Context: an optimization exercise on an open-source flow, tuned for small area and a short achievable clock period. The choices shown serve that exercise and are no tape-out recipe.
Only simulation tests tie the RTL to the original design; equivalence was not proved.

==> design.v <==
module tally_fmul (
    input  wire        clk,
    input  wire        rst,         
    input  wire        in_valid,
    input  wire [31:0] in_a,
    input  wire [31:0] in_b,
    input  wire [2:0]  in_rm,       
    output reg         out_valid,
    output reg  [31:0] out_res,
    output reg  [4:0]  out_flags    
);
    reg        v1;
    reg [31:0] a1, b1;
    reg [2:0]  rm1;
    always @(posedge clk) begin
        if (rst) begin
            v1  <= 1'b0;
            a1  <= 32'd0;
            b1  <= 32'd0;
            rm1 <= 3'd0;
        end else begin
            v1  <= in_valid;
            a1  <= in_a;
            b1  <= in_b;
            rm1 <= (in_rm > 3'd4) ? 3'd0 : in_rm;
        end
    end
    wire        sa = a1[31], sb = b1[31];
    wire [7:0]  ea = a1[30:23], eb = b1[30:23];
    wire [22:0] fa = a1[22:0],  fb = b1[22:0];
    wire        sign = sa ^ sb;
    wire a_nan  = (ea == 8'hff) && (fa != 23'd0);
    wire b_nan  = (eb == 8'hff) && (fb != 23'd0);
    wire a_snan = a_nan && !fa[22];
    wire b_snan = b_nan && !fb[22];
    wire a_inf  = (ea == 8'hff) && (fa == 23'd0);
    wire b_inf  = (eb == 8'hff) && (fb == 23'd0);
    wire a_zero = (ea == 8'h00) && (fa == 23'd0);
    wire b_zero = (eb == 8'h00) && (fb == 23'd0);
    wire [23:0] ma = {ea != 8'h00, fa};
    wire [23:0] mb = {eb != 8'h00, fb};
    wire [47:0] prod = ma * mb;
    reg [5:0] lz;
    integer i;
    always @(*) begin
        lz = 6'd48;
        for (i = 0; i < 48; i = i + 1)
            if (prod[i]) lz = 6'd47 - i[5:0];
    end
    wire [47:0] pn = prod << lz;
    wire signed [10:0] be = $signed({3'b0, (ea == 8'h00) ? 8'd1 : ea})
                          + $signed({3'b0, (eb == 8'h00) ? 8'd1 : eb})
                          - 11'sd126 - $signed({5'b0, lz});
    wire        denorm = (be < 11'sd1);
    wire [10:0] sh_raw = 11'sd1 - be;
    wire [5:0]  sh     = (sh_raw > 11'd50) ? 6'd50 : sh_raw[5:0];
    wire [97:0] wide   = {pn, 50'd0} >> (denorm ? sh : 6'd0);
    wire [23:0] mant   = wide[97:74];
    wire        guard  = wide[73];
    wire        sticky = |wide[72:0];
    wire        inexact = guard | sticky;
    function round_up;
        input [2:0] rm;
        input       s, lsb, g, st;
        case (rm)
            3'd0:    round_up = g && (st || lsb);
            3'd1:    round_up = 1'b0;
            3'd2:    round_up = s && (g || st);
            3'd3:    round_up = !s && (g || st);
            default: round_up = g;
        endcase
    endfunction
    wire        up   = round_up(rm1, sign, mant[0], guard, sticky);
    wire [10:0] efield = denorm ? 11'd0 : be[10:0] - 11'd1;
    wire [33:0] sum    = {efield, 23'd0} + {10'd0, mant} + {33'd0, up};
    wire        ovf    = !denorm && (sum[33:23] >= 11'd255);
    wire up_norm = round_up(rm1, sign, pn[24], pn[23], |pn[22:0]);
    wire tiny    = denorm && !((be == 11'sd0) && (pn[47:24] == 24'hffffff) && up_norm);
    wire big = (rm1 == 3'd0) || (rm1 == 3'd4) || (rm1 == 3'd2 && sign) || (rm1 == 3'd3 && !sign);
    reg [31:0] res;
    reg [4:0]  flags;
    always @(*) begin
        if (a_nan || b_nan) begin
            res   = 32'h7fc00000;
            flags = {a_snan || b_snan, 4'b0000};
        end else if ((a_inf && b_zero) || (b_inf && a_zero)) begin
            res   = 32'h7fc00000;
            flags = 5'b10000;
        end else if (a_inf || b_inf) begin
            res   = {sign, 31'h7f800000};
            flags = 5'b00000;
        end else if (a_zero || b_zero) begin
            res   = {sign, 31'd0};
            flags = 5'b00000;
        end else if (ovf) begin
            res   = big ? {sign, 31'h7f800000} : {sign, 31'h7f7fffff};
            flags = 5'b00101;
        end else begin
            res   = {sign, sum[30:0]};
            flags = {2'b00, 1'b0, tiny && inexact, inexact};
        end
    end
    always @(posedge clk) begin
        if (rst) begin
            out_valid <= 1'b0;
            out_res   <= 32'd0;
            out_flags <= 5'd0;
        end else begin
            out_valid <= v1;
            out_res   <= res;
            out_flags <= flags;
        end
    end
endmodule
==> run.sh <==
#!/bin/bash
# synth_recipe.tcl (not shown) runs the flow's synth.tcl, then flattens the netlist and writes it again
# the make line also repeats each setting of config.mk as NAME=value (left out here)
make -C /OpenROAD-flow-scripts/flow DESIGN_CONFIG=/design/flow/config.mk WORK_HOME=/design/flow/orfs CLKGATE_MAP_FILE= SYNTH_SCRIPT=/design/flow/synth_recipe.tcl finish
==> config.mk <==
export PLATFORM = sky130hd
export DESIGN_NAME = tally_fmul
export DESIGN_NICKNAME = tally_fmul
export VERILOG_FILES = /design/flow/design.v
export SDC_FILE = /design/flow/constraint.sdc
export NUM_CORES = 4
export LEC_CHECK = 0
export CAP_MARGIN = 20
export CORE_MARGIN = 2
export CORE_UTILIZATION = 40
export SLEW_MARGIN = 20
==> constraint.sdc <==
create_clock -name core_clock -period 18.0 [get_ports {clk}]
set_input_delay 3.6000 -clock core_clock [delete_from_list [all_inputs] [get_ports {clk}]]
set_output_delay 3.6000 -clock core_clock [all_outputs]
set_load 0.01 [all_outputs]
==> run notes <==
status no timing/DRC/antenna violations; Worst-Margin Slew 1210 ps; via count 32800; Synth area leader fa_1; crit end category flop; cells after synthesis 4261; Synth Register Bits 105; Fin Setup TNS 0 ps; Hold WS 443 ps; Min Clock Period, post-route 17010 ps; placeable core area 85300 um^2; Vias per Instance 6.03; pre-CTS setup slack 371 ps; DRC Markers 0; share of cells above drive strength 1 8.59%; total gr overflow 0; RR Startpoint a1[27]; Synth Net Count 5018; Final Hold Viols 0; initial DRC count 3351; Relative slew margins 18.9%; IO Port Bufs 106; FMAX 58.8 MHz; number of synthesized flops with an enable pin 0; Starting Density 40.4%; fin crit share 94.5%; most common cell in the netlist inv_1; die area 88400 um^2; Setup WS post-layout 992 ps; clock latency on the worst-skew pair 410 ps; initial antenna violation count 0; Crit Path Category flop to flop; Die Y 297 um; TritonCTS Sinks 105; Syn Area/Cell 8.08 um^2; kind of start point of the critical path flop; WL per Instance 24.0 um; fin cells 5438; DRT antenna net count 0; register area 2140 um^2; row count 107; post-synthesis sequential area ratio 6.11%; asr flop ratio synth 0%; final clock skew 17.5 ps; ys flop type dfxtp_1; first-pass GRT wire length 204 mm; Worst-path clk slew 90 ps; Multi-input gate area 29200 um^2; Setup-failing EPs final 0; Crit path largest cell delay 770 ps; Worst Setup SP a1[27]; hold_buf cts 0; max_cap viols 0; H-Tree Depth 3; clk buf depth 2; Area growth, synth to finish 9.33%; Hold Crit Class flop to flop; dpl hpwl 105 mm; mapped cell area 34400 um^2; I/O Pins 108; top cell type's share of synthesized area 28.1%; total CTS buffers 9; Slowest-stage cell, CP a222oi_1; Area contributors post-synth fa_1 28%, and2_1 9.6%, ha_1 7.4%; diodes inserted 0; Die Width 297 um; Worst Path Required 18300 ps; First-pass DRT Iterations 9; fin nets 5046; Slew Viols, Final 0; CTS root buf clkbuf_16; GRT Overall Usage 29.4%; largest net degree at the start of global routing 77; Yosys warnings 1; fill count 8660; Hold Startpoint v1; Netlist cell types 119; Commonest cells post-synth 582 x inv_1, 530 x and2_1, 484 x fa_1; routability congestion estimate 1.03; Worst Path Arrival 17310 ps; crit-path max FO 27; vias in the first global route 33500; TritonCTS clock tree done; Placed Cells 5415; Top cell by count, worst path buf_4; final wirelength 130 mm
[cell usage in the layout (no fill, tap or decap), types with 59 or more instances in the layout]
cell type / Yosys / routed
o21ai_0: 113 / 111
nor3_1: 97 / 95
ha_1: 203 / 201
and2_1: 530 / 530
o211ai_1: 59 / 59
nor2_1: 204 / 202
clkdlybuf4s50_1: 0 / 105
nand2_1: 289 / 287
nor2b_1: 80 / 80
buf_4: 11 / 169
dfxtp_1: 105 / 78
inv_1: 582 / 582
nand3_1: 101 / 100
fa_1: 484 / 483
a21oi_1: 140 / 133
[timing repair]
item	CTS	global route
endpoints found under the setup margin	0	33
buffers inserted	0	4
gates resized for setup	0	60
endpoints found under the hold margin	0	0
[cell type report]
type,count,share of cell area (%)
clock inverter,6,0.156
inverter,586,5.84
sequential,105,5.67
tap,1144,3.80
multi-input combinational,3311,77.7
clock buffer,10,0.608
timing repair buffer,276,6.23
[routing by layer]
layer	track usage (%)	wire length, um
met4	11.8	5780
met5	0	0
met3	4.46	10600
met2	47.2	59200
met1	39.5	54800
[sequential cells by signal, indices dropped and copies added, names as in the netlist]
| name | cells |
|---|---|
| a1 | 32 |
| b1 | 32 |
| out_flags | 4 |
| out_res | 32 |
| out_valid | 1 |
| rm1 | 3 |
| v1 | 1 |
[worst paths after layout]
path	slack, ps	cells after the start	endpoint
worst max-delay path	990	62	out_res[17]
worst min-delay path	440	1	out_valid
worst max register to register	990	62	out_res[17]
worst min register to register	440	1	out_valid
[cells by family (layout without fill, tap and decap cells)]
| family | Yosys count | after routing | synth area share (%) |
|---|---|---|---|
| AO/OA/AOI/OAI | 914 | 917 | 19.9 |
| XOR/XNOR | 84 | 84 | 2.16 |
| adder cells (fa/ha/maj) | 687 | 687 | 35.5 |
| buffers and inverters | 848 | 878 | 9.60 |
| flip-flops | 105 | 105 | 6.11 |
| multiplexers | 69 | 69 | 2.09 |
| other | 1 | 1 | 0.0109 |
| AND/OR/NAND/NOR | 1553 | 1553 | 24.6 |
[through the flow]
stage	cell area, um^2	util, %
floorplan	34400	-
global placement	37100	43.5
detailed placement	37100	43.5
CTS	37400	43.8
global route	37600	44.1
finish	37600	44.1
[worst max-delay path, delay by kind of cell, from the launching register on]
kind / cells / cell delay [ps]
AO/OA/AOI/OAI: 24 / 5670
adder cells (fa/ha/maj): 11 / 5290
AND/OR/NAND/NOR: 13 / 3100
buffers and inverters: 12 / 2000
multiplexers: 2 / 440
flip-flops: 1 / 350

[re-timing with driven ports]
The results above use ideal ports. As a check the final layout listed here was re-extracted and re-timed, cells and wires unchanged.
Step 1, drivers: a clkbuf_16 drives clk and a buf_2 each remaining input, both assumed.
Step 2 times the ports against the registers' clock, not the clock port: input delays grow and output delays shrink by t, the midpoint of the rising clock arrivals with the driver on.
a / b / c = ideal ports / drivers / drivers and shift; a / b = the first two.
t (ns): 0.469
setup WS [ns]: 0.992 / 0.992 / 0.992
worst data-port slew with drivers (ns): 0.05
After both steps setup and hold are still met in this run. The setup slack of this run moves by 0.000 ns with the drivers and by 0.000 ns with both steps.
